This is an optimization exercise on Yosys and OpenROAD, whose aim is small area, a short achievable clock period and few clock cycles, not a production implementation. Only simulation tests tie the RTL to the original design; equivalence was not proved.

<file path="design.v">
module aes_sbox (
    input  wire [7:0] a,
    output wire [7:0] y
);
    wire U0 = a[7], U1 = a[6], U2 = a[5], U3 = a[4];
    wire U4 = a[3], U5 = a[2], U6 = a[1], U7 = a[0];
    wire T1, T2, T3, T4, T5, T6, T7, T8, T9, T10, T11, T12;
    wire T13, T14, T15, T16, T17, T18, T19, T20, T21, T22, T23, T24;
    wire T25, T26, T27, M1, M2, M3, M4, M5, M6, M7, M8, M9;
    wire M10, M11, M12, M13, M14, M15, M16, M17, M18, M19, M20, M21;
    wire M22, M23, M24, M25, M26, M27, M28, M29, M30, M31, M32, M33;
    wire M34, M35, M36, M37, M38, M39, M40, F1, F2, F3, F4, F5;
    wire F6, F7, F8, F9, F10, F11, F12, F13, F14, F15, F16, F17;
    wire F18, F19, F20, F21, F22, F23, F24, F25, F26, F27, F28, F29;
    wire F30, P0_0, P0_1, P0_2, P0_3, Q0_0, Q0_1, P1_0, P1_1, P1_2, P1_3, Q1_0;
    wire Q1_1, P2_0, P2_1, P2_2, P2_3, Q2_0, Q2_1, P3_0, P3_1, P3_2, P3_3, Q3_0;
    wire Q3_1, P4_0, P4_1, P4_2, P4_3, Q4_0, Q4_1, P5_0, P5_1, P5_2, P5_3, Q5_0;
    wire Q5_1, P6_0, P6_1, P6_2, P6_3, Q6_0, Q6_1, P7_0, P7_1, P7_2, P7_3, Q7_0;
    wire Q7_1;
    sbg_xor2 g_T1 (.a(U0), .b(U3), .y(T1));
    sbg_xor2 g_T2 (.a(U0), .b(U5), .y(T2));
    sbg_xor2 g_T3 (.a(U0), .b(U6), .y(T3));
    sbg_xor2 g_T4 (.a(U3), .b(U5), .y(T4));
    sbg_xor2 g_T5 (.a(U4), .b(U6), .y(T5));
    sbg_xor2 g_T6 (.a(T1), .b(T5), .y(T6));
    sbg_xor2 g_T7 (.a(U1), .b(U2), .y(T7));
    sbg_xor2 g_T8 (.a(U7), .b(T6), .y(T8));
    sbg_xor2 g_T9 (.a(U7), .b(T7), .y(T9));
    sbg_xor2 g_T10 (.a(T6), .b(T7), .y(T10));
    sbg_xor2 g_T11 (.a(U1), .b(U5), .y(T11));
    sbg_xor2 g_T12 (.a(U2), .b(U5), .y(T12));
    sbg_xor2 g_T13 (.a(T3), .b(T4), .y(T13));
    sbg_xor2 g_T14 (.a(T6), .b(T11), .y(T14));
    sbg_xor2 g_T15 (.a(T5), .b(T11), .y(T15));
    sbg_xor2 g_T16 (.a(T5), .b(T12), .y(T16));
    sbg_xor2 g_T17 (.a(T9), .b(T16), .y(T17));
    sbg_xor2 g_T18 (.a(U3), .b(U7), .y(T18));
    sbg_xor2 g_T19 (.a(T7), .b(T18), .y(T19));
    sbg_xor2 g_T20 (.a(T1), .b(T19), .y(T20));
    sbg_xor2 g_T21 (.a(U6), .b(U7), .y(T21));
    sbg_xor2 g_T22 (.a(T7), .b(T21), .y(T22));
    sbg_xor2 g_T23 (.a(T2), .b(T22), .y(T23));
    sbg_xor2 g_T24 (.a(T2), .b(T10), .y(T24));
    sbg_xor2 g_T25 (.a(T20), .b(T17), .y(T25));
    sbg_xor2 g_T26 (.a(T3), .b(T16), .y(T26));
    sbg_xor2 g_T27 (.a(T1), .b(T12), .y(T27));
    sbg_nand2 g_M1 (.a(T13), .b(T6), .y(M1));
    sbg_nand2 g_M2 (.a(T23), .b(T8), .y(M2));
    sbg_xnor2 g_M3 (.a(T14), .b(M1), .y(M3));
    sbg_nand2 g_M4 (.a(T19), .b(U7), .y(M4));
    sbg_xor2 g_M5 (.a(M4), .b(M1), .y(M5));
    sbg_nand2 g_M6 (.a(T3), .b(T16), .y(M6));
    sbg_nand2 g_M7 (.a(T22), .b(T9), .y(M7));
    sbg_xnor2 g_M8 (.a(T26), .b(M6), .y(M8));
    sbg_nand2 g_M9 (.a(T20), .b(T17), .y(M9));
    sbg_xor2 g_M10 (.a(M9), .b(M6), .y(M10));
    sbg_nand2 g_M11 (.a(T1), .b(T15), .y(M11));
    sbg_nand2 g_M12 (.a(T4), .b(T27), .y(M12));
    sbg_xor2 g_M13 (.a(M12), .b(M11), .y(M13));
    sbg_nand2 g_M14 (.a(T2), .b(T10), .y(M14));
    sbg_xor2 g_M15 (.a(M14), .b(M11), .y(M15));
    sbg_xnor2 g_M16 (.a(M3), .b(M2), .y(M16));
    sbg_xor2 g_M17 (.a(M5), .b(T24), .y(M17));
    sbg_xnor2 g_M18 (.a(M8), .b(M7), .y(M18));
    sbg_xor2 g_M19 (.a(M10), .b(M15), .y(M19));
    sbg_xor2 g_M20 (.a(M16), .b(M13), .y(M20));
    sbg_xor2 g_M21 (.a(M17), .b(M15), .y(M21));
    sbg_xor2 g_M22 (.a(M18), .b(M13), .y(M22));
    sbg_xor2 g_M23 (.a(M19), .b(T25), .y(M23));
    sbg_xor2 g_M24 (.a(M22), .b(M23), .y(M24));
    sbg_nand2 g_M25 (.a(M22), .b(M20), .y(M25));
    sbg_xnor2 g_M26 (.a(M21), .b(M25), .y(M26));
    sbg_xor2 g_M27 (.a(M20), .b(M21), .y(M27));
    sbg_xnor2 g_M28 (.a(M23), .b(M25), .y(M28));
    sbg_nand2 g_M29 (.a(M28), .b(M27), .y(M29));
    sbg_nand2 g_M30 (.a(M26), .b(M24), .y(M30));
    sbg_nand2 g_M31 (.a(M20), .b(M23), .y(M31));
    sbg_nand2b g_M32 (.an(M31), .b(M27), .y(M32));
    sbg_xnor2 g_M33 (.a(M27), .b(M25), .y(M33));
    sbg_nand2 g_M34 (.a(M21), .b(M22), .y(M34));
    sbg_nand2b g_M35 (.an(M34), .b(M24), .y(M35));
    sbg_xnor2 g_M36 (.a(M24), .b(M25), .y(M36));
    sbg_xnor2 g_M37 (.a(M21), .b(M29), .y(M37));
    sbg_xnor2 g_M38 (.a(M32), .b(M33), .y(M38));
    sbg_xnor2 g_M39 (.a(M23), .b(M30), .y(M39));
    sbg_xnor2 g_M40 (.a(M35), .b(M36), .y(M40));
    sbg_xor2 g_F1 (.a(U0), .b(U2), .y(F1));
    sbg_xor2 g_F2 (.a(U1), .b(U3), .y(F2));
    sbg_xor2 g_F3 (.a(U2), .b(U3), .y(F3));
    sbg_xor2 g_F4 (.a(U0), .b(U4), .y(F4));
    sbg_xor2 g_F5 (.a(U0), .b(F2), .y(F5));
    sbg_xor2 g_F6 (.a(T7), .b(F4), .y(F6));
    sbg_xor2 g_F7 (.a(U1), .b(T12), .y(F7));
    sbg_xor2 g_F8 (.a(T2), .b(T7), .y(F8));
    sbg_xor2 g_F9 (.a(T5), .b(F1), .y(F9));
    sbg_xor2 g_F10 (.a(T5), .b(F2), .y(F10));
    sbg_xor2 g_F11 (.a(T2), .b(T5), .y(F11));
    sbg_xor2 g_F12 (.a(U7), .b(T11), .y(F12));
    sbg_xor2 g_F13 (.a(U3), .b(T21), .y(F13));
    sbg_xor2 g_F14 (.a(T12), .b(T21), .y(F14));
    sbg_xor2 g_F15 (.a(T4), .b(F6), .y(F15));
    sbg_xor2 g_F16 (.a(T6), .b(F6), .y(F16));
    sbg_xor2 g_F17 (.a(U0), .b(F10), .y(F17));
    sbg_xor2 g_F18 (.a(T6), .b(F7), .y(F18));
    sbg_xor2 g_F19 (.a(U7), .b(F5), .y(F19));
    sbg_xor2 g_F20 (.a(U5), .b(T19), .y(F20));
    sbg_xor2 g_F21 (.a(T6), .b(F14), .y(F21));
    sbg_xor2 g_F22 (.a(F10), .b(F14), .y(F22));
    sbg_xor2 g_F23 (.a(T9), .b(F9), .y(F23));
    sbg_xor2 g_F24 (.a(U7), .b(F10), .y(F24));
    sbg_xor2 g_F25 (.a(T19), .b(F9), .y(F25));
    sbg_xor2 g_F26 (.a(U1), .b(F14), .y(F26));
    sbg_xor2 g_F27 (.a(U7), .b(T13), .y(F27));
    sbg_xor2 g_F28 (.a(T9), .b(F11), .y(F28));
    sbg_xor2 g_F29 (.a(F10), .b(F12), .y(F29));
    sbg_xor2 g_F30 (.a(U0), .b(F22), .y(F30));
    sbg_nand2 g_P0_0 (.a(M37), .b(F26), .y(P0_0));
    sbg_nand2 g_P0_1 (.a(M38), .b(F25), .y(P0_1));
    sbg_nand2 g_P0_2 (.a(M39), .b(F29), .y(P0_2));
    sbg_nand2 g_P0_3 (.a(M40), .b(F11), .y(P0_3));
    sbg_xor2 g_Q0_0 (.a(P0_0), .b(P0_1), .y(Q0_0));
    sbg_xor2 g_Q0_1 (.a(P0_2), .b(P0_3), .y(Q0_1));
    sbg_xnor2 g_y0 (.a(Q0_0), .b(Q0_1), .y(y[0]));
    sbg_nand2 g_P1_0 (.a(M37), .b(F30), .y(P1_0));
    sbg_nand2 g_P1_1 (.a(M38), .b(F17), .y(P1_1));
    sbg_nand2 g_P1_2 (.a(M39), .b(F3), .y(P1_2));
    sbg_nand2 g_P1_3 (.a(M40), .b(F10), .y(P1_3));
    sbg_xor2 g_Q1_0 (.a(P1_0), .b(P1_1), .y(Q1_0));
    sbg_xor2 g_Q1_1 (.a(P1_2), .b(P1_3), .y(Q1_1));
    sbg_xnor2 g_y1 (.a(Q1_0), .b(Q1_1), .y(y[1]));
    sbg_nand2 g_P2_0 (.a(M37), .b(F22), .y(P2_0));
    sbg_nand2 g_P2_1 (.a(M38), .b(F27), .y(P2_1));
    sbg_nand2 g_P2_2 (.a(M39), .b(F17), .y(P2_2));
    sbg_nand2 g_P2_3 (.a(M40), .b(F14), .y(P2_3));
    sbg_xor2 g_Q2_0 (.a(P2_0), .b(P2_1), .y(Q2_0));
    sbg_xor2 g_Q2_1 (.a(P2_2), .b(P2_3), .y(Q2_1));
    sbg_xor2 g_y2 (.a(Q2_0), .b(Q2_1), .y(y[2]));
    sbg_nand2 g_P3_0 (.a(M37), .b(F23), .y(P3_0));
    sbg_nand2 g_P3_1 (.a(M38), .b(F20), .y(P3_1));
    sbg_nand2 g_P3_2 (.a(M39), .b(F13), .y(P3_2));
    sbg_nand2 g_P3_3 (.a(M40), .b(F18), .y(P3_3));
    sbg_xor2 g_Q3_0 (.a(P3_0), .b(P3_1), .y(Q3_0));
    sbg_xor2 g_Q3_1 (.a(P3_2), .b(P3_3), .y(Q3_1));
    sbg_xor2 g_y3 (.a(Q3_0), .b(Q3_1), .y(y[3]));
    sbg_nand2 g_P4_0 (.a(M37), .b(F9), .y(P4_0));
    sbg_nand2 g_P4_1 (.a(M38), .b(F24), .y(P4_1));
    sbg_nand2 g_P4_2 (.a(M39), .b(F4), .y(P4_2));
    sbg_nand2 g_P4_3 (.a(M40), .b(F7), .y(P4_3));
    sbg_xor2 g_Q4_0 (.a(P4_0), .b(P4_1), .y(Q4_0));
    sbg_xor2 g_Q4_1 (.a(P4_2), .b(P4_3), .y(Q4_1));
    sbg_xor2 g_y4 (.a(Q4_0), .b(Q4_1), .y(y[4]));
    sbg_nand2 g_P5_0 (.a(M37), .b(F21), .y(P5_0));
    sbg_nand2 g_P5_1 (.a(M38), .b(F15), .y(P5_1));
    sbg_nand2 g_P5_2 (.a(M39), .b(F12), .y(P5_2));
    sbg_nand2 g_P5_3 (.a(M40), .b(F8), .y(P5_3));
    sbg_xor2 g_Q5_0 (.a(P5_0), .b(P5_1), .y(Q5_0));
    sbg_xor2 g_Q5_1 (.a(P5_2), .b(P5_3), .y(Q5_1));
    sbg_xnor2 g_y5 (.a(Q5_0), .b(Q5_1), .y(y[5]));
    sbg_nand2 g_P6_0 (.a(M37), .b(T24), .y(P6_0));
    sbg_nand2 g_P6_1 (.a(M38), .b(F1), .y(P6_1));
    sbg_nand2 g_P6_2 (.a(M39), .b(F16), .y(P6_2));
    sbg_nand2 g_P6_3 (.a(M40), .b(F5), .y(P6_3));
    sbg_xor2 g_Q6_0 (.a(P6_0), .b(P6_1), .y(Q6_0));
    sbg_xor2 g_Q6_1 (.a(P6_2), .b(P6_3), .y(Q6_1));
    sbg_xnor2 g_y6 (.a(Q6_0), .b(Q6_1), .y(y[6]));
    sbg_nand2 g_P7_0 (.a(M37), .b(F2), .y(P7_0));
    sbg_nand2 g_P7_1 (.a(M38), .b(F28), .y(P7_1));
    sbg_nand2 g_P7_2 (.a(M39), .b(F6), .y(P7_2));
    sbg_nand2 g_P7_3 (.a(M40), .b(F19), .y(P7_3));
    sbg_xor2 g_Q7_0 (.a(P7_0), .b(P7_1), .y(Q7_0));
    sbg_xor2 g_Q7_1 (.a(P7_2), .b(P7_3), .y(Q7_1));
    sbg_xor2 g_y7 (.a(Q7_0), .b(Q7_1), .y(y[7]));
endmodule
module sbg_xor2 (input wire a, input wire b, output wire y);
    assign y = a ^ b;
endmodule
module sbg_xnor2 (input wire a, input wire b, output wire y);
    assign y = ~(a ^ b);
endmodule
module sbg_nand2 (input wire a, input wire b, output wire y);
    assign y = ~(a & b);
endmodule
module sbg_nand2b (input wire an, input wire b, output wire y);
    assign y = ~(~an & b);
endmodule
module sbg_a21oi (input wire a, input wire b, input wire c, output wire y);
    assign y = ~((a & b) | c);
endmodule
module sbg_ao22 (input wire a, input wire b, input wire c, input wire d, output wire y);
    assign y = (a & b) | (c & d);
endmodule
module sbg_aoi222 (input wire a, input wire b, input wire c, input wire d,
                   input wire e, input wire f, output wire y);
    assign y = ~((a & b) | (c & d) | (e & f));
endmodule
module xor8 (input wire [7:0] a, input wire [7:0] b, output wire [7:0] y);
    genvar i;
    generate
        for (i = 0; i < 8; i = i + 1) begin : g
            sbg_xor2 u (.a(a[i]), .b(b[i]), .y(y[i]));
        end
    endgenerate
endmodule
module xtime8 (input wire [7:0] a, output wire [7:0] y);
    assign y[0] = a[7];
    sbg_xor2 u1 (.a(a[0]), .b(a[7]), .y(y[1]));
    assign y[2] = a[1];
    sbg_xor2 u3 (.a(a[2]), .b(a[7]), .y(y[3]));
    sbg_xor2 u4 (.a(a[3]), .b(a[7]), .y(y[4]));
    assign y[7:5] = a[6:4];
endmodule
module ite_cmac (
    input  wire         clk,
    input  wire         rst,
    output reg          ready,
    input  wire         key_load,
    input  wire [255:0] key,
    output reg          kcv_valid,
    output wire [23:0]  kcv,
    input  wire         msg_start,
    input  wire [15:0]  tenant,
    input  wire [15:0]  ns,
    input  wire [63:0]  lba,
    input  wire [31:0]  zgen,
    input  wire [31:0]  key_id,
    input  wire         blk_valid,
    output reg          blk_ready,
    input  wire [127:0] blk_data,
    output reg          tag_valid,
    output wire [127:0] tag
);
    localparam [1:0] K_L   = 2'd0,     
                     K_KCV = 2'd1,     
                     K_MSG = 2'd2;     
    reg          busy;         
    reg          waiting;      
    reg          kstart;       
    reg          kcap;         
    reg          k1start;      
    reg  [1:0]   kind;
    reg  [3:0]   rnd;          
    reg          last;         
    reg  [8:0]   blk;          
    reg  [127:0] state;        
    reg  [255:0] key_r;        
    reg  [255:0] kw;           
    reg  [127:0] k1;           
    reg  [31:0]  kid;          
    function [7:0] xtime;
        input [7:0] b;
        xtime = {b[6:0], 1'b0} ^ (b[7] ? 8'h1b : 8'h00);
    endfunction
    function [15:0] le16;
        input [15:0] v;
        le16 = {v[7:0], v[15:8]};
    endfunction
    function [31:0] le32;
        input [31:0] v;
        le32 = {v[7:0], v[15:8], v[23:16], v[31:24]};
    endfunction
    function [63:0] le64;
        input [63:0] v;
        le64 = {le32(v[31:0]), le32(v[63:32])};
    endfunction
    genvar g;
    wire [31:0] kw_last = kw[31:0];
    wire [31:0] kw_sub;
    aes_sbox u_ks0 (.a(kw_last[31:24]), .y(kw_sub[31:24]));
    aes_sbox u_ks1 (.a(kw_last[23:16]), .y(kw_sub[23:16]));
    aes_sbox u_ks2 (.a(kw_last[15:8]),  .y(kw_sub[15:8]));
    aes_sbox u_ks3 (.a(kw_last[7:0]),   .y(kw_sub[7:0]));
    reg [7:0] rcon;
    always @(*) begin
        case (rnd[3:1])
            3'd0:    rcon = 8'h01;    
            3'd1:    rcon = 8'h02;    
            3'd2:    rcon = 8'h04;
            3'd3:    rcon = 8'h08;
            3'd4:    rcon = 8'h10;
            3'd5:    rcon = 8'h20;
            default: rcon = 8'h40;    
        endcase
    end
    wire [31:0] kt  = rnd[0] ? ({kw_sub[23:0], kw_sub[31:24]} ^ {rcon, 24'h0}) : kw_sub;
    wire [31:0] p1  = kw[255:224] ^ kw[223:192];
    wire [31:0] p2  = p1 ^ kw[191:160];
    wire [31:0] p3  = p2 ^ kw[159:128];
    wire [127:0] kw_nx;
    generate
        for (g = 0; g < 32; g = g + 1) begin : g_nw
            sbg_xor2 u_n0 (.a(kw[224+g]), .b(kt[g]), .y(kw_nx[96+g]));
            sbg_xor2 u_n1 (.a(p1[g]),     .b(kt[g]), .y(kw_nx[64+g]));
            sbg_xor2 u_n2 (.a(p2[g]),     .b(kt[g]), .y(kw_nx[32+g]));
            sbg_xor2 u_n3 (.a(p3[g]),     .b(kt[g]), .y(kw_nx[g]));
        end
    endgenerate
    wire [127:0] rk_cur = kw[127:0];
    wire [127:0] rk0    = key_r[255:128];
    wire [127:0] sb;
    generate
        for (g = 0; g < 16; g = g + 1) begin : g_sb
            aes_sbox u_sb (.a(state[127-8*g -: 8]), .y(sb[127-8*g -: 8]));
        end
    endgenerate
    wire [127:0] sr;
    genvar c, r;
    generate
        for (c = 0; c < 4; c = c + 1) begin : g_sr_c
            for (r = 0; r < 4; r = r + 1) begin : g_sr_r
                assign sr[127-8*(4*c+r) -: 8] = sb[127-8*(4*((c+r)%4)+r) -: 8];
            end
        end
    endgenerate
    wire [127:0] mc;
    generate
        for (c = 0; c < 4; c = c + 1) begin : g_mc
            wire [7:0] a0 = sr[127-32*c    -: 8];
            wire [7:0] a1 = sr[127-32*c-8  -: 8];
            wire [7:0] a2 = sr[127-32*c-16 -: 8];
            wire [7:0] a3 = sr[127-32*c-24 -: 8];
            wire [7:0] s01, s12, s23, s30, u0, u1, u2, u3, x0, x1, x2, x3;
            xor8   u_s01 (.a(a0), .b(a1), .y(s01));
            xor8   u_s12 (.a(a1), .b(a2), .y(s12));
            xor8   u_s23 (.a(a2), .b(a3), .y(s23));
            xor8   u_s30 (.a(a3), .b(a0), .y(s30));
            xor8   u_u0  (.a(a1), .b(s23), .y(u0));
            xor8   u_u1  (.a(a2), .b(s30), .y(u1));
            xor8   u_u2  (.a(a3), .b(s01), .y(u2));
            xor8   u_u3  (.a(a0), .b(s12), .y(u3));
            xtime8 u_x0  (.a(s01), .y(x0));
            xtime8 u_x1  (.a(s12), .y(x1));
            xtime8 u_x2  (.a(s23), .y(x2));
            xtime8 u_x3  (.a(s30), .y(x3));
            xor8   u_m0  (.a(u0), .b(x0), .y(mc[127-32*c    -: 8]));
            xor8   u_m1  (.a(u1), .b(x1), .y(mc[127-32*c-8  -: 8]));
            xor8   u_m2  (.a(u2), .b(x2), .y(mc[127-32*c-16 -: 8]));
            xor8   u_m3  (.a(u3), .b(x3), .y(mc[127-32*c-24 -: 8]));
        end
    endgenerate
    wire [127:0] hdr0 = {le16(tenant), le16(ns), le64(lba), le32(zgen)};
    wire [127:0] hdr1 = {le32(kid), 96'h0};
    wire msg_blk_end = busy && last && (kind == K_MSG);
    wire want_data   = waiting || (msg_blk_end && (blk != 9'd0) && (blk != 9'd257));
    wire take_data   = want_data && blk_valid;
    wire take_hdr1   = msg_blk_end && (blk == 9'd0);
    wire take_hdr0   = ready && !key_load && msg_start;
    wire last_data   = (blk == 9'd256);    
    wire         x_en   = ready || take_hdr1 || want_data || kstart || k1start;
    wire         k1_sel = k1start || (want_data && last_data);
    wire         w_en   = !want_data || blk_valid;
    wire         sel_mc = busy && !last;
    wire         sel_sr = busy && last;
    wire [127:0] n_rk, n_rk0, n_k1, n_in, w_1, w_x, n_w, z_add;
    wire [127:0] y_t, y_n, state_nx;
    generate
        for (g = 0; g < 128; g = g + 1) begin : g_nx
            sbg_nand2 u_a (.a(busy),   .b(rk_cur[g]), .y(n_rk[g]));
            sbg_nand2 u_b (.a(x_en),   .b(rk0[g]),    .y(n_rk0[g]));
            sbg_nand2 u_c (.a(k1_sel), .b(k1[g]),     .y(n_k1[g]));
            sbg_xor2  u_w1 (.a(n_rk0[g]), .b(n_k1[g]), .y(w_1[g]));
            if (g >= 96) begin : g_h1
                sbg_aoi222 u_d (.a(ready), .b(hdr0[g]), .c(want_data), .d(blk_data[g]),
                                .e(take_hdr1), .f(hdr1[g]), .y(n_in[g]));
                sbg_xnor2  u_w2 (.a(w_1[g]), .b(n_in[g]), .y(w_x[g]));
            end else begin : g_h0
                sbg_ao22   u_d (.a(ready), .b(hdr0[g]), .c(want_data), .d(blk_data[g]),
                                .y(n_in[g]));
                sbg_xor2   u_w2 (.a(w_1[g]), .b(n_in[g]), .y(w_x[g]));
            end
            sbg_nand2  u_g (.a(w_en), .b(w_x[g]), .y(n_w[g]));
            sbg_xor2   u_z (.a(n_rk[g]), .b(n_w[g]), .y(z_add[g]));
            sbg_ao22   u_t (.a(sel_sr), .b(sr[g]), .c(waiting), .d(state[g]), .y(y_t[g]));
            sbg_a21oi  u_y (.a(sel_mc), .b(mc[g]), .c(y_t[g]), .y(y_n[g]));
            sbg_xnor2  u_n (.a(y_n[g]), .b(z_add[g]), .y(state_nx[g]));
        end
    endgenerate
    wire kw_reload = !busy || last;
    wire kw_keep   = !kw_reload;
    wire [127:0] L_dbl = {state[126:0], 1'b0} ^ (state[127] ? 128'h87 : 128'h0);
    wire [255:0] kw_in = {kw[127:0], kw_nx};
    wire [255:0] kw_d;
    generate
        for (g = 0; g < 256; g = g + 1) begin : g_kw
            sbg_ao22 u_m (.a(kw_in[g]), .b(kw_keep), .c(key_r[g]), .d(kw_reload), .y(kw_d[g]));
        end
    endgenerate
    assign tag = state;
    assign kcv = {state[111:104], state[119:112], state[127:120]};
    always @(posedge clk) begin
        state <= state_nx;
        kw    <= kw_d;
        if (ready && key_load) key_r <= key;
        if (ready) kid <= key_id;
        if (kcap) k1 <= L_dbl;
    end
    always @(posedge clk) begin
        if (rst) begin
            ready     <= 1'b1;
            busy      <= 1'b0;
            waiting   <= 1'b0;
            kstart    <= 1'b0;
            kcap      <= 1'b0;
            k1start   <= 1'b0;
            kind      <= K_L;
            rnd       <= 4'd1;
            last      <= 1'b0;
            blk       <= 9'd0;
            blk_ready <= 1'b0;
            kcv_valid <= 1'b0;
            tag_valid <= 1'b0;
        end else begin
            kcv_valid <= 1'b0;
            tag_valid <= 1'b0;
            kstart    <= 1'b0;
            kcap      <= 1'b0;
            k1start   <= kcap;
            if (ready && key_load) begin
                ready  <= 1'b0;
                kstart <= 1'b1;
            end else if (take_hdr0) begin
                ready <= 1'b0;
                busy  <= 1'b1;
                kind  <= K_MSG;
                blk   <= 9'd0;
                rnd   <= 4'd1;
                last  <= 1'b0;
            end
            if (kstart || k1start) begin
                busy <= 1'b1;
                kind <= kstart ? K_L : K_KCV;
                rnd  <= 4'd1;
                last <= 1'b0;
            end
            if (waiting && blk_valid) begin
                waiting   <= 1'b0;
                blk       <= blk + 9'd1;
                blk_ready <= 1'b0;
                busy      <= 1'b1;
                rnd       <= 4'd1;
                last      <= 1'b0;
            end
            if (busy) begin
                if (!last) begin
                    rnd  <= rnd + 4'd1;
                    last <= (rnd == 4'd13);
                    if (rnd == 4'd13 && kind == K_MSG && blk != 9'd0 && blk != 9'd257)
                        blk_ready <= 1'b1;
                end else begin
                    rnd  <= 4'd1;
                    last <= 1'b0;
                    case (kind)
                        K_L: begin
                            busy <= 1'b0;
                            kcap <= 1'b1;
                        end
                        K_KCV: begin
                            busy      <= 1'b0;
                            kcv_valid <= 1'b1;
                            ready     <= 1'b1;
                        end
                        default: begin
                            if (blk == 9'd257) begin
                                busy      <= 1'b0;
                                tag_valid <= 1'b1;
                                ready     <= 1'b1;
                            end else begin
                                if (blk == 9'd0) begin
                                    blk <= 9'd1;
                                end else if (blk_valid) begin
                                    blk       <= blk + 9'd1;
                                    blk_ready <= 1'b0;
                                end else begin
                                    busy    <= 1'b0;
                                    waiting <= 1'b1;
                                end
                            end
                        end
                    endcase
                end
            end
        end
    end
endmodule
</file>
<file path="flow/run.sh">
#!/bin/bash
set -o pipefail
export BUFFER_PORTS_ARGS="-buffer_cell sky130_fd_sc_hd__buf_1"
bash standard.sh finish > standard_flow.log 2>&1
status=$?
echo "standard.sh exit status $status"
exit $status
</file>
<file path="standard.sh">
#!/bin/bash
# synth_recipe.tcl (not shown) runs the flow's synth.tcl, then flattens the netlist and writes it again
# the make line also repeats each setting of config.mk as NAME=value (left out here)
make -C /OpenROAD-flow-scripts/flow DESIGN_CONFIG=/design/flow/config.mk WORK_HOME=/design/flow/orfs CLKGATE_MAP_FILE= SYNTH_SCRIPT=/design/flow/synth_recipe.tcl "${@:-finish}"
</file>
<file path="config.mk">
export PLATFORM = sky130hd
export DESIGN_NAME = ite_cmac
export DESIGN_NICKNAME = ite_cmac
export VERILOG_FILES = /design/flow/design.v
export SDC_FILE = /design/flow/constraint.sdc
export NUM_CORES = 4
export LEC_CHECK = 0
export CAP_MARGIN = 20
export CELL_PAD_IN_SITES_DETAIL_PLACEMENT = 0
export CELL_PAD_IN_SITES_GLOBAL_PLACEMENT = 0
export CORE_MARGIN = 2
export CORE_UTILIZATION = 50
export CTS_CLUSTER_DIAMETER = 60
export CTS_CLUSTER_SIZE = 20
export PLACE_DENSITY = 0.65
export SETUP_SLACK_MARGIN = 4.4
export SLEW_MARGIN = 20
export SYNTH_HIERARCHICAL = 1
</file>
<file path="constraint.sdc">
create_clock -name core_clock -period 10.0 [get_ports {clk}]
set_input_delay 2.0000 -clock core_clock [delete_from_list [all_inputs] [get_ports {clk}]]
set_output_delay 2.0000 -clock core_clock [all_outputs]
set_load 0.01 [all_outputs]
</file>
==> results by group, run 1 <==
Critical path
  • Max stage delay on crit path: 0.53 ns
  • R2R Setup Slk: 4.50 ns
  • Critical Path Fanout Max: 8
  • Worst flop-to-flop path endpoint: state[44]$_DFF_P_
  • Req. time, crit path: 10.59 ns
  • Worst setup SP type: register
  • Reg2Reg Depth: 18
  • Critical Path End: state[44]$_DFF_P_
  • R2r startpoint: state[17]$_DFF_P_
  • CP Class: reg -> reg
  • CP max stage cell: dfxtp_2
  • Critical path arrival: 6.09 ns
  • Worst path most repeated cell: xor2_1
  • CP endpoint kind: register
  • CP cell instances: xor2_4 > xor2_2 > xor2_1 > nand2_1 > xor2_1 > xor2_1 > xor2_2 > xor2_1 > nand2b_1 > xnor2_4 > nand2_1 > xor2_1 > xor2_2 > xor2_1 > xor2_2 > xor2_2 > a21oi_2 > xnor2_1
  • Crit path from: state[17]$_DFF_P_

Floorplanning
  • Core Area: 126000 um^2
  • Die ar.: 130000 um^2
  • Die Ht: between 300 and 400 um
  • DIE WIDTH: 361 um
  • Starting Density: 0.505
  • Io pins: 705
  • FP Rows: 130

Drt
  • Iteration count of the initial detailed-routing pass: 6
  • Via count: around 50000
  • Avg WL per Cell: 25.7 um
  • Vias per inst: 5.50
  • Drt total wl: 233000 um
  • Routed Antenna Nets: 0
  • Iteration-0 DRC count of the detailed router: ~4800
  • Drt drc: 0

Global routing
  • Met1 Use GR: 0.474
  • Initial antenna violation count: 8
  • Global-route wire length before repair: approximately 330000 um
  • Pin count of the biggest net entering global routing: 138
  • Vias in the first global route: approximately 48000
  • Remaining global-route overflow: 0
  • Grt met3 use: 0.0596
  • Met2 GRT Util: 0.535
  • Total track usage: 0.345
  • GR peak layer: met2

Timing
  • Skew final: ~0.043 ns
  • Min Tclk post-route: 5.50 ns
  • Max Fclk: 0.182 GHz
  • Setup violators final: 0
  • Crit share post-route: 0.550
  • RSZ-0062 raised after global routing: true
  • Rel. slew slack: 0.242
  • Max Slew Vio Count: 0
  • Tightest Pin Transition: about 1.1 ns
  • Fin. Hold Viols: 0
  • Setup_tns: 0 ns

Run
  • Max-cap viol count: 0

Finish
  • Synth-to-layout area growth: 18.7%
  • Fraction of layout cells with a size suffix above 1: 0.131
  • Filler Cells Inserted: 10900
  • Most frequent cells in the layout: xor2_1 (2544), nand2_1 (1446), buf_1 (704)
  • Finished Core Util: 0.600
  • Most common cell after layout, fill and taps aside: xor2_1
  • Final Instance Count excl. Fillers: between 9000 and 10000
  • Sequential Area: around 21000 um^2
  • Multi-input logic area: 45400 um^2
  • Nets: 7918

Logic synthesis
  • Seq/Total Area, Yosys: 0.325
  • Async SR Flop Fraction: 0
  • EDFF count, synth: 416
  • Yosys warns: 7
  • #FFs+latches synth: 825
  • Syn Inst Count: 6647
  • Yosys top cell by area: xor2_1
  • Post-synth top area share: 0.384
  • Synthesized area per cell: 9.59 um^2
  • Distinct cells, synth: 54
  • Total nets after synthesis: 7201
  • Synth top area cells: xor2_1 (38%), edfxtp_1 (20%), dfxtp_1 (13%)
  • Top_reg_cell synth: edfxtp_1
  • Synth Cell Area: 63700 um^2

Clocking
  • Clk pin slew, worst setup/hold paths: 0.08 ns
  • Clock latency on the worst-skew pair: 0.72 ns
  • Cts hold-fix bufs: 0
  • CTS Buffer Depth: 3
  • Root Buffer: clkbuf_16
  • CTS tree: built
  • # clock sinks: slightly above 800
  • H-tree depth: 3
  • CTS Buf Count: 89

Worst hold path
  • Worst hold-check path type: reg -> reg

Placed design
  • Placed insts: 8828
  • Placer Congestion: a little under 1
  • Port bufs: slightly above 700
  • Post-DP HPWL: about 180000 um

Outcome
  • Status: no timing/DRC/antenna violations
==> per-module statistics from Yosys (local to each module, per instance), excerpt <==
| module | flip-flops and latches | area [um^2] | cells inside |
|---|---|---|---|
| xtime8 | 0 | 37.5 | 5 |
| sbg_a21oi | 0 | 8.76 | 1 |
| sbg_xor2 | 0 | 8.76 | 1 |
| ite_cmac | 825 | 24100 | 1283 |
| sbg_xnor2 | 0 | 8.76 | 1 |
| sbg_nand2 | 0 | 3.75 | 1 |
| sbg_nand2b | 0 | 6.26 | 1 |
| sbg_ao22 | 0 | 8.76 | 1 |
| sbg_aoi222 | 0 | 10.0 | 1 |
==> cell families (layout without fill, tap and decap cells) <==
kind of cell,count (synthesis),count (layout),share of synthesized area
adders and majority gates,5,5,0.000982
other,0,2,0
xor gates and xnor gates,3283,3283,0.451
buffers and inverters,253,1044,0.0286
AOI/OAI and AO/OA,691,691,0.0936
DFF,825,825,0.325
muxes,27,27,0.00473
and+or+nand+nor,1563,1563,0.0963
==> registers in the layout (all words and copies together) (netlist names) <==
| name | count |
|---|---|
| blk | 9 |
| kcv_valid | 1 |
| rnd | 4 |
| kid | 32 |
| last | 1 |
| blk_ready | 1 |
| kcap | 1 |
| kind | 2 |
| kw | 256 |
| ready | 1 |
| k1start | 1 |
| busy | 1 |
| k1 | 128 |
| key_r | 256 |
| state | 128 |
| kstart | 1 |
| waiting | 1 |
| tag_valid | 1 |
==> metrics by stage <==
stage          setup WS [ns]  hold WS (ns)  cell area, um^2
3_3_place_gp            2.47         0.438            67300
4_1_cts                 4.35         0.452            73200
5_1_grt                 4.23         0.474            75600
2_1_floorplan           4.40         0.436            63700
3_5_place_dp            2.61         0.441            67300
6_report                4.50         0.448            75600
==> metal layers <==
metal | up-vias | share of wire
met1 | 24500 | 0.43
li1 | 22900 | -
met4 | 8 | 0.051
met3 | 390 | 0.079
met5 | - | 0.00023
met2 | 2156 | 0.44
==> what timing repair did <==
item	CTS	global route
buffers inserted	29	66
resized for setup	362	252
pin swaps	19	57
setup endpoints to repair	256	251
endpoints found under the hold margin	0	0
==> cell type report <==
| type | count | share of cell area |
|---|---|---|
| antenna | 2 | 0.0000662 |
| clock buffer | 97 | 0.0311 |
| clock inverter | 68 | 0.0113 |
| inverter | 12 | 0.000844 |
| multi-input combinational | 5569 | 0.601 |
| sequential | 825 | 0.276 |
| tap | 1650 | 0.0273 |
| timing repair buffer | 867 | 0.0527 |
==> how the worst min path moves through the flow <==
| stage | start | depth (start not counted) | to |
|---|---|---|---|
| global route | key_r[8]$_DFFE_PP_ | 1 | kw[8]$_DFF_P_ |
| floorplan | key_r[0]$_DFFE_PP_ | 1 | kw[0]$_DFF_P_ |
| CTS | key_r[120]$_DFFE_PP_ | 1 | kw[120]$_DFF_P_ |
| finish | key_r[120]$_DFFE_PP_ | 1 | kw[120]$_DFF_P_ |
| detailed placement | key_r[13]$_DFFE_PP_ | 1 | kw[13]$_DFF_P_ |
| global placement | key_r[19]$_DFFE_PP_ | 1 | kw[19]$_DFF_P_ |
==> worst max-delay path, delay by kind of cell (launching register included) <==
family          cells  cell delay [ns]
simple gates        3             0.40
compound gates      1             0.13
flops               1             0.53
xor+xnor           14             4.31
==> cell usage after synthesis, types with 3 or more instances <==
master and count:
nand3b_1 3, a21oi_1 19, nand3_1 5, and3_1 4
clkbuf_1 10, xor2_1 2796, buf_4 230, nor4_1 4
ha_1 5, a21oi_2 128, edfxtp_1 416, a22o_1 480
a211oi_1 3, a222oi_1 32, o21ai_0 10, nor2b_1 4
a21o_1 3, and2_1 5, mux2_2 25, inv_1 10
dfxtp_1 409, xnor2_1 487, nand2b_1 45, a31oi_1 3
nand2_1 1447, nor3_1 9, nor2_1 23
Testbench counts, summed over its fixed seeds: cycles 115,872.
==> run 2, diff against run 1 <==
--- a/config.mk
+++ b/config.mk
@@ -13,6 +13,6 @@
 export CTS_CLUSTER_DIAMETER = 60
 export CTS_CLUSTER_SIZE = 20
 export PLACE_DENSITY = 0.65
-export SETUP_SLACK_MARGIN = 4.4
+export SETUP_SLACK_MARGIN = 4.6
 export SLEW_MARGIN = 20
 export SYNTH_HIERARCHICAL = 1
==> results by group, run 2 <==
Outcome
  • Status: no timing/DRC/antenna violations

Placed design
  • Placer Congestion: 0.972 (+1.0%)
  • Port bufs: 704 (unchanged)
  • Placed insts: 8840 (+0.14%)
  • Post-DP HPWL: 174000 um (-0.75%)

Logic synthesis
  • Post-synthesis compound-gate area fraction: 0.0936 (unchanged)
  • Total nets after synthesis: 7201 (unchanged)
  • EDFF count, synth: 416 (unchanged)
  • #FFs+latches synth: 825 (unchanged)
  • Area share of fa/ha/maj cells after synthesis: 0.000982 (unchanged)
  • Post-synth top area share: 0.384 (unchanged)
  • Synth top area cells: xor2_1 (38%), edfxtp_1 (20%), dfxtp_1 (13%)
  • Top post-synthesis cells by count: xor2_1 (2796), nand2_1 (1447), xnor2_1 (487), a22o_1 (480), edfxtp_1 (416)
  • Post-synthesis mux area share: 0.00473 (unchanged)
  • Yosys warns: 7 (unchanged)
  • Top_reg_cell synth: edfxtp_1
  • Distinct cells, synth: 54 (unchanged)
  • Synthesized area per cell: 9.59 um^2 (unchanged)
  • Most frequent cell after synthesis: xor2_1
  • Async SR Flop Fraction: 0 (unchanged)
  • Yosys top cell by area: xor2_1
  • Syn Inst Count: 6647 (unchanged)
  • Largest family of logic cells by synthesized area: XOR/XNOR gates
  • Synth Area in Simple Gates: 0.0963 (unchanged)
  • Seq/Total Area, Yosys: 0.325 (unchanged)
  • Synth Area in XOR/XNOR: 0.451 (unchanged)
  • Synth Cell Area: 63700 um^2 (unchanged)

Global routing
  • Remaining global-route overflow: 0 (unchanged)
  • Global-route wire length before repair: 334000 um (+0.67%)
  • Initial antenna violation count: 9 (+1)
  • Vias in the first global route: 48500 (+0.062%)
  • Pin count of the biggest net entering global routing: 202 (+46%)
  • Total track usage: 0.347 (+0.00206)

Timing
  • RSZ-0062 raised after global routing: true
  • Max Fclk: 0.188 GHz (+3.5%)
  • Rel. slew slack: 0.273 (+0.0307)
  • Fin. Hold Viols: 0 (unchanged)
  • Setup_tns: 0 ns (unchanged)
  • Crit share post-route: 0.531 (-0.0187)
  • Setup violators final: 0 (unchanged)
  • Min Tclk post-route: 5.31 ns (-0.187 ns)
  • Max Slew Vio Count: 0 (unchanged)
  • Tightest Pin Transition: 1.09 ns (-0.0460 ns)
  • Skew final: 0.0343 ns (-0.00842 ns)

Drt
  • Iteration count of the initial detailed-routing pass: 6 (unchanged)
  • Iteration-0 DRC count of the detailed router: 4953 (+2.3%)
  • Routed Antenna Nets: 0 (unchanged)
  • Via count: 50700 (+1.4%)
  • Drt drc: 0 (unchanged)
  • Vias per inst: 5.52 (+0.25%)
  • Drt total wl: 236000 um (+1.1%)
  • Avg WL per Cell: 25.7 um (about the same)

Critical path
  • Max stage delay on crit path: 0.47 ns (-0.06 ns)
  • CP max stage cell: dfxtp_4
  • CP cell instances: xor2_4 > xor2_2 > xor2_1 > nand2_1 > xor2_1 > xor2_1 > xor2_2 > xor2_1 > nand2_1 > xnor2_4 > nand2_1 > xor2_1 > xor2_2 > xor2_1 > xor2_1 > xor2_2 > a21oi_2 > xnor2_1
  • Worst path most repeated cell: xor2_1
  • R2R Setup Slk: 4.69 ns (+0.19 ns)
  • Worst flop-to-flop path endpoint: state[44]$_DFF_P_
  • CP Class: reg -> reg
  • Critical path arrival: 5.89 ns (-0.20 ns)
  • CP endpoint kind: register
  • Critical Path Fanout Max: 8 (unchanged)
  • Req. time, crit path: 10.58 ns (about the same)
  • Worst setup SP type: register
  • Reg2Reg Depth: 18 (unchanged)
  • R2r startpoint: state[61]$_DFF_P_

Finish
  • Synth-to-layout area growth: 22.0%
  • Most frequent cells in the layout: xor2_1 (2479), nand2_1 (1445), buf_1 (704)
  • Fraction of layout cells with a size suffix above 1: 0.156 (+0.0244)
  • Nets: 8018 (+1.3%)
  • Final Instance Count excl. Fillers: 9193 (+1.1%)
  • Top Registers: key_r: 256 flops, kw: 256 flops
  • Most common cell after layout, fill and taps aside: xor2_1

Clocking
  • CTS tree: built
  • Root Buffer: clkbuf_16
  • H-tree depth: 3 (unchanged)
  • # clock sinks: 825 (unchanged)
  • Clock latency on the worst-skew pair: 0.73 ns (about the same)
  • CTS Buf Count: 91 (+2.2%)
  • CTS Buffer Depth: 3 (unchanged)
  • Clk pin slew, worst setup/hold paths: 0.08 ns (about the same)

Worst hold path
  • Min-delay src: key_r[26]$_DFFE_PP_
  • Worst hold-check path type: reg -> reg
  • Hold path endpoint: kw[26]$_DFF_P_
  • WHS Path Cells: 1 (unchanged)

Floorplanning
  • Die ar.: 130000 um^2 (unchanged)
  • Die Ht: 361 um (unchanged)
  • DIE WIDTH: 361 um (unchanged)
  • FP Rows: 130 (unchanged)
  • Io pins: 705 (unchanged)
  • Core Area: 126000 um^2 (unchanged)
  • Starting Density: 0.505 (unchanged)

Run
  • Max-cap viol count: 0 (unchanged)
run 2: cell count changes in the layout (fill, tap and decap cells not counted), moves of 12 or more:
cell / delta
buf_4: +87
dfxtp_1: -14
dfxtp_2: -12
dfxtp_4: +26
xnor2_1: -12
xnor2_4: +14
xor2_1: -65
xor2_2: +40
xor2_4: +25
run 2: what timing repair did:
action	in CTS	in global routing
cloned	0	1
hold buffers	0	0
buffers inserted	56	124
setup endpoints to repair	256	250
resized for setup	504	274
pin swaps	47	83
run 2: cells by family after synthesis:
family                   count (synthesis)
XOR/XNOR                              3283
AND/OR/NAND/NOR                       1563
flip-flops                             825
AO/OA/AOI/OAI                          691
buffers and inverters                  253
multiplexers                            27
adder cells (fa/ha/maj)                  5
run 2: metal layers:
metal | vias to the layer above | GRT usage | routed length (um)
met5 | - | 0 | 37
met4 | 6 | 0.134 | 10900
met3 | 339 | 0.0569 | 18900
met2 | 2230 | 0.533 | 104000
met1 | 25000 | 0.489 | 102000
li1 | 23100 | - | -
run 2: critical path: cells and delay by family (launching register included):
kind	cells	cell delay [ns]
simple gates	3	0.42
flops	1	0.47
compound gates	1	0.13
xor+xnor	14	4.11
run 2: worst max path at each step:
stage | start | to | slack (ns)
6_report | state[61]$_DFF_P_ | state[44]$_DFF_P_ | 4.69
5_1_grt | state[55]$_DFF_P_ | state[75]$_DFF_P_ | 4.52
4_1_cts | state[103]$_DFF_P_ | state[76]$_DFF_P_ | 4.49
3_5_place_dp | state[9]$_DFF_P_ | state[76]$_DFF_P_ | 2.72
3_3_place_gp | state[9]$_DFF_P_ | state[76]$_DFF_P_ | 2.49
2_1_floorplan | state[127]$_DFF_P_ | state[119]$_DFF_P_ | 4.77
run 2: Yosys stat by module, one instance, submodules excluded, excerpt:
module	flip-flops and latches	times used	area, um^2
xtime8	0	16	37.5
sbg_xor2	0	2692	8.76
sbg_a21oi	0	128	8.76
sbg_nand2b	0	40	6.26
sbg_aoi222	0	32	10.0
ite_cmac	825	1	24100
sbg_xnor2	0	480	8.76
sbg_nand2	0	1432	3.75
sbg_ao22	0	480	8.76
run 2: area by class of cell:
cell class | count | area, um^2
Antenna cell | 1 | 2.50
Clock buffer | 100 | 2390
Clock inverter | 71 | 986
Fill cell | 10700 | 48300
Inverter | 12 | 73.8
Multi-Input combinational cell | 5570 | 46500
Sequential cell | 825 | 20900
Tap cell | 1650 | 2060
Timing Repair Buffer | 964 | 4790
run 2: per-stage QoR:
stage | worst slack (ns) | hold WS, ns | utilization | instance area, um^2
CTS | 4.49 | 0.444 | 0.593 | 74700
global placement | 2.49 | 0.440 | 0.535 | 67400
detailed placement | 2.72 | 0.440 | 0.535 | 67400
finish | 4.69 | 0.458 | 0.617 | 77700
global route | 4.52 | 0.448 | 0.617 | 77700
floorplan | 4.77 | 0.436 | - | 63800
==> run 3, diff against run 2 <==
--- a/config.mk
+++ b/config.mk
@@ -13,6 +13,6 @@
 export CTS_CLUSTER_DIAMETER = 60
 export CTS_CLUSTER_SIZE = 20
 export PLACE_DENSITY = 0.65
-export SETUP_SLACK_MARGIN = 4.6
+export SETUP_SLACK_MARGIN = 4.5
 export SLEW_MARGIN = 20
 export SYNTH_HIERARCHICAL = 1
==> results by group, run 3 <==
Placed design
  • Placed insts: 8840 (unchanged)
  • Post-DP HPWL: 174000 um (unchanged)
  • Post-DP Area: 67400 um^2 (unchanged)
  • Placer Congestion: 0.972 (unchanged)
  • Port bufs: 704 (unchanged)
  • Worst slack at placement: 2.72 ns (unchanged)

Run
  • Max-cap viol count: 0 (unchanged)

Logic synthesis
  • Top_reg_cell synth: edfxtp_1
  • Synthesized area per cell: 9.59 um^2 (unchanged)
  • Yosys top cell by area: xor2_1
  • Synth top area cells: xor2_1 (38%), edfxtp_1 (20%), dfxtp_1 (13%)
  • Most frequent cell after synthesis: xor2_1
  • Top post-synthesis cells by count: xor2_1 (2796), nand2_1 (1447), xnor2_1 (487), a22o_1 (480), edfxtp_1 (416)
  • Synth Cell Area: 63700 um^2 (unchanged)
  • EDFF count, synth: 416 (unchanged)
  • Async SR Flop Fraction: 0 (unchanged)
  • Yosys warns: 7 (unchanged)
  • Post-synth top area share: 0.384 (unchanged)
  • Total nets after synthesis: 7201 (unchanged)
  • Seq/Total Area, Yosys: 0.325 (unchanged)
  • Distinct cells, synth: 54 (unchanged)
  • #FFs+latches synth: 825 (unchanged)
  • Syn Inst Count: 6647 (unchanged)

Floorplanning
  • Die Ht: 361 um (unchanged)
  • DIE WIDTH: 361 um (unchanged)
  • Io pins: 705 (unchanged)
  • Core Area: 126000 um^2 (unchanged)
  • Die ar.: 130000 um^2 (unchanged)
  • Starting Density: 0.505 (unchanged)
  • FP Rows: 130 (unchanged)

Finish
  • Most frequent cells in the layout: xor2_1 (2512), nand2_1 (1446), buf_1 (704)
  • Fraction of layout cells with a size suffix above 1: 0.148 (-0.00744)
  • Sequential Area: 20900 um^2 (-0.29%)
  • Final Instance Count excl. Fillers: 9187 (-0.065%)
  • Top Registers: key_r: 256 flops, kw: 256 flops
  • Nets: 8012 (-0.075%)
  • Most common cell after layout, fill and taps aside: xor2_1
  • Final Cell Area: 77100 um^2 (-0.88%)
  • Filler Cells Inserted: 10700 (+0.57%)
  • Synth-to-layout area growth: 20.9%
  • Multi-input logic area: 45900 um^2 (-1.2%)

Timing
  • Tightest Pin Transition: 1.10 ns (+0.00910 ns)
  • Max Fclk: 0.187 GHz (-0.41%)
  • Min Tclk post-route: 5.33 ns (+0.0219 ns)
  • Max Slew Vio Count: 0 (unchanged)
  • Rel. slew slack: 0.267 (-0.00607)
  • Setup_tns: 0 ns (unchanged)
  • RSZ-0062 raised after global routing: true
  • Setup violators final: 0 (unchanged)
  • Crit share post-route: 0.533 (+0.00219)
  • Fin. Hold Viols: 0 (unchanged)
  • Fin worst setup slack: 4.67 ns (-0.0219 ns)
  • Hold_ws: 0.459 ns (+0.000428 ns)
  • Skew final: 0.0328 ns (-0.00148 ns)

Global routing
  • Pin count of the biggest net entering global routing: 202 (unchanged)
  • Total track usage: 0.346 (-0.00119)
  • Vias in the first global route: 48200 (-0.44%)
  • Global-route wire length before repair: 333000 um (-0.32%)
  • Remaining global-route overflow: 0 (unchanged)
  • Initial antenna violation count: 12 (+3)

Drt
  • Vias per inst: 5.51 (-0.15%)
  • Drt drc: 0 (unchanged)
  • Iteration count of the initial detailed-routing pass: 8 (+2)
  • Via count: 50600 (-0.21%)
  • Iteration-0 DRC count of the detailed router: 4924 (-0.59%)
  • Avg WL per Cell: 25.4 um (-0.85%)
  • Routed Antenna Nets: 0 (unchanged)
  • Drt total wl: 234000 um (-0.91%)

Clocking
  • # clock sinks: 825 (unchanged)
  • Root Buffer: clkbuf_16
  • H-tree depth: 3 (unchanged)
  • Clk pin slew, worst setup/hold paths: 0.07 ns (about the same)
  • Cts hold-fix bufs: 0 (unchanged)
  • Clock latency on the worst-skew pair: 0.72 ns (about the same)
  • CTS Buf Count: 91 (unchanged)
  • CTS tree: built
  • CTS Buffer Depth: 3 (unchanged)

Critical path
  • Critical Path Fanout Max: 11 (+3)
  • Critical path arrival: 5.91 ns (+0.02 ns)
  • R2r startpoint: state[23]$_DFF_P_
  • Req. time, crit path: 10.58 ns (about the same)
  • Crit path from: state[23]$_DFF_P_
  • Worst setup SP type: register
  • CP Class: reg -> reg
  • CP endpoint kind: register

Outcome
  • Status: no timing/DRC/antenna violations

Worst hold path
  • Min-delay src: key_r[113]$_DFFE_PP_
  • Worst hold-check path type: reg -> reg
run 3: cell counts after synthesis:
Identical to the previous run, type by type.
run 3: metrics by stage:
step / util
detailed placement: 0.535
global route: 0.611
floorplan: -
global placement: 0.535
CTS: 0.587
finish: 0.611
run 3: area by class of cell:
type / instances / area share
clock inverters: 71 / 0.0128
inverters: 12 / 0.000958
repair buffers: 959 / 0.0615
flip-flops and latches: 825 / 0.271
clock buffers: 100 / 0.0311
diodes: 1 / 0.0000325
well taps: 1650 / 0.0268
multi-input cells: 5569 / 0.596
run 3: metal layers:
layer,up-vias,routed length [um],global-route usage
met5,-,8,0
met4,2,10900,0.140
met1,25000,101000,0.489
met2,2184,103000,0.526
met3,316,19300,0.0566
li1,23100,-,-
run 3: worst paths after layout:
kind	end	slack, ns	depth (start not counted)
hold reg to reg	kw[113]$_DFF_P_	0.46	1
setup reg to reg	state[47]$_DFF_P_	4.67	19
hold / removal	kw[113]$_DFF_P_	0.46	1
setup / recovery	state[47]$_DFF_P_	4.67	19
run 3: logic make-up (layout without fill, tap and decap cells):
logic type,Yosys count,in the layout,share of synthesized area
xor+xnor,3283,3283,0.451
simple gates,1563,1563,0.0963
flops,825,825,0.325
compound gates,691,691,0.0936
buf+inv,253,1142,0.0286
mux,27,27,0.00473
fa+ha+maj,5,5,0.000982
other cells,0,1,0
run 3: worst max-delay path: stages, from the launching register on:
cell and delay [ns]:
dfxtp_4 0.54, xor2_4 0.29, xor2_4 0.34, xor2_1 0.25, nand2_1 0.13, xor2_2 0.26
xor2_1 0.28, xor2_2 0.31, buf_4 0.18, xnor2_1 0.12, nand2_1 0.16, xnor2_4 0.35
nand2_1 0.12, xor2_1 0.25, xor2_2 0.28, xor2_2 0.34, xor2_1 0.27, xor2_2 0.41
a21oi_2 0.12, xnor2_1 0.16
run 3: what timing repair did:
item	CTS	global route
setup endpoints to repair	256	247
buffers inserted	28	145
pin swaps	26	88
resized for setup	442	240
gates cloned	0	0
run 3: modules after synthesis, one instance, submodules excluded, a selection:
| module | times used | cells |
|---|---|---|
| sbg_aoi222 | 32 | 1 |
| sbg_ao22 | 480 | 1 |
| sbg_xnor2 | 480 | 1 |
| sbg_nand2 | 1432 | 1 |
| sbg_a21oi | 128 | 1 |
| ite_cmac | 1 | 1283 |
| xtime8 | 16 | 5 |
| sbg_nand2b | 40 | 1 |
| sbg_xor2 | 2692 | 1 |

==> static timing again, ports no longer ideal <==
In the flow no input, the clock included, has a driving cell. The finished layouts below were timed again as built, in two steps. Step 1 (the two cells are an assumption about what drives the block):
set clk [get_ports {clk}]
set_driving_cell -lib_cell sky130_fd_sc_hd__clkbuf_16 $clk
set_driving_cell -lib_cell sky130_fd_sc_hd__buf_2 [delete_from_list [all_inputs] $clk]
Step 2 times the ports against the registers' clock, not the clock port: input delays grow and output delays shrink by t, the midpoint of the rising clock arrivals with the driver on. Slacks: no drivers / after step 1 / after step 2; pairs: no drivers / after step 1.
| run | t (ns) | setup slack, ns | cell pins on the clock port's net |
|---|---|---|---|
| run 1 | 0.780 | 4.500 / 4.500 / 4.500 | 1 |
| run 2 | 0.796 | 4.687 / 4.687 / 4.687 | 1 |
| run 3 | 0.792 | 4.666 / 4.666 / 4.666 | 1 |
After both steps setup and hold are still met in every run listed.
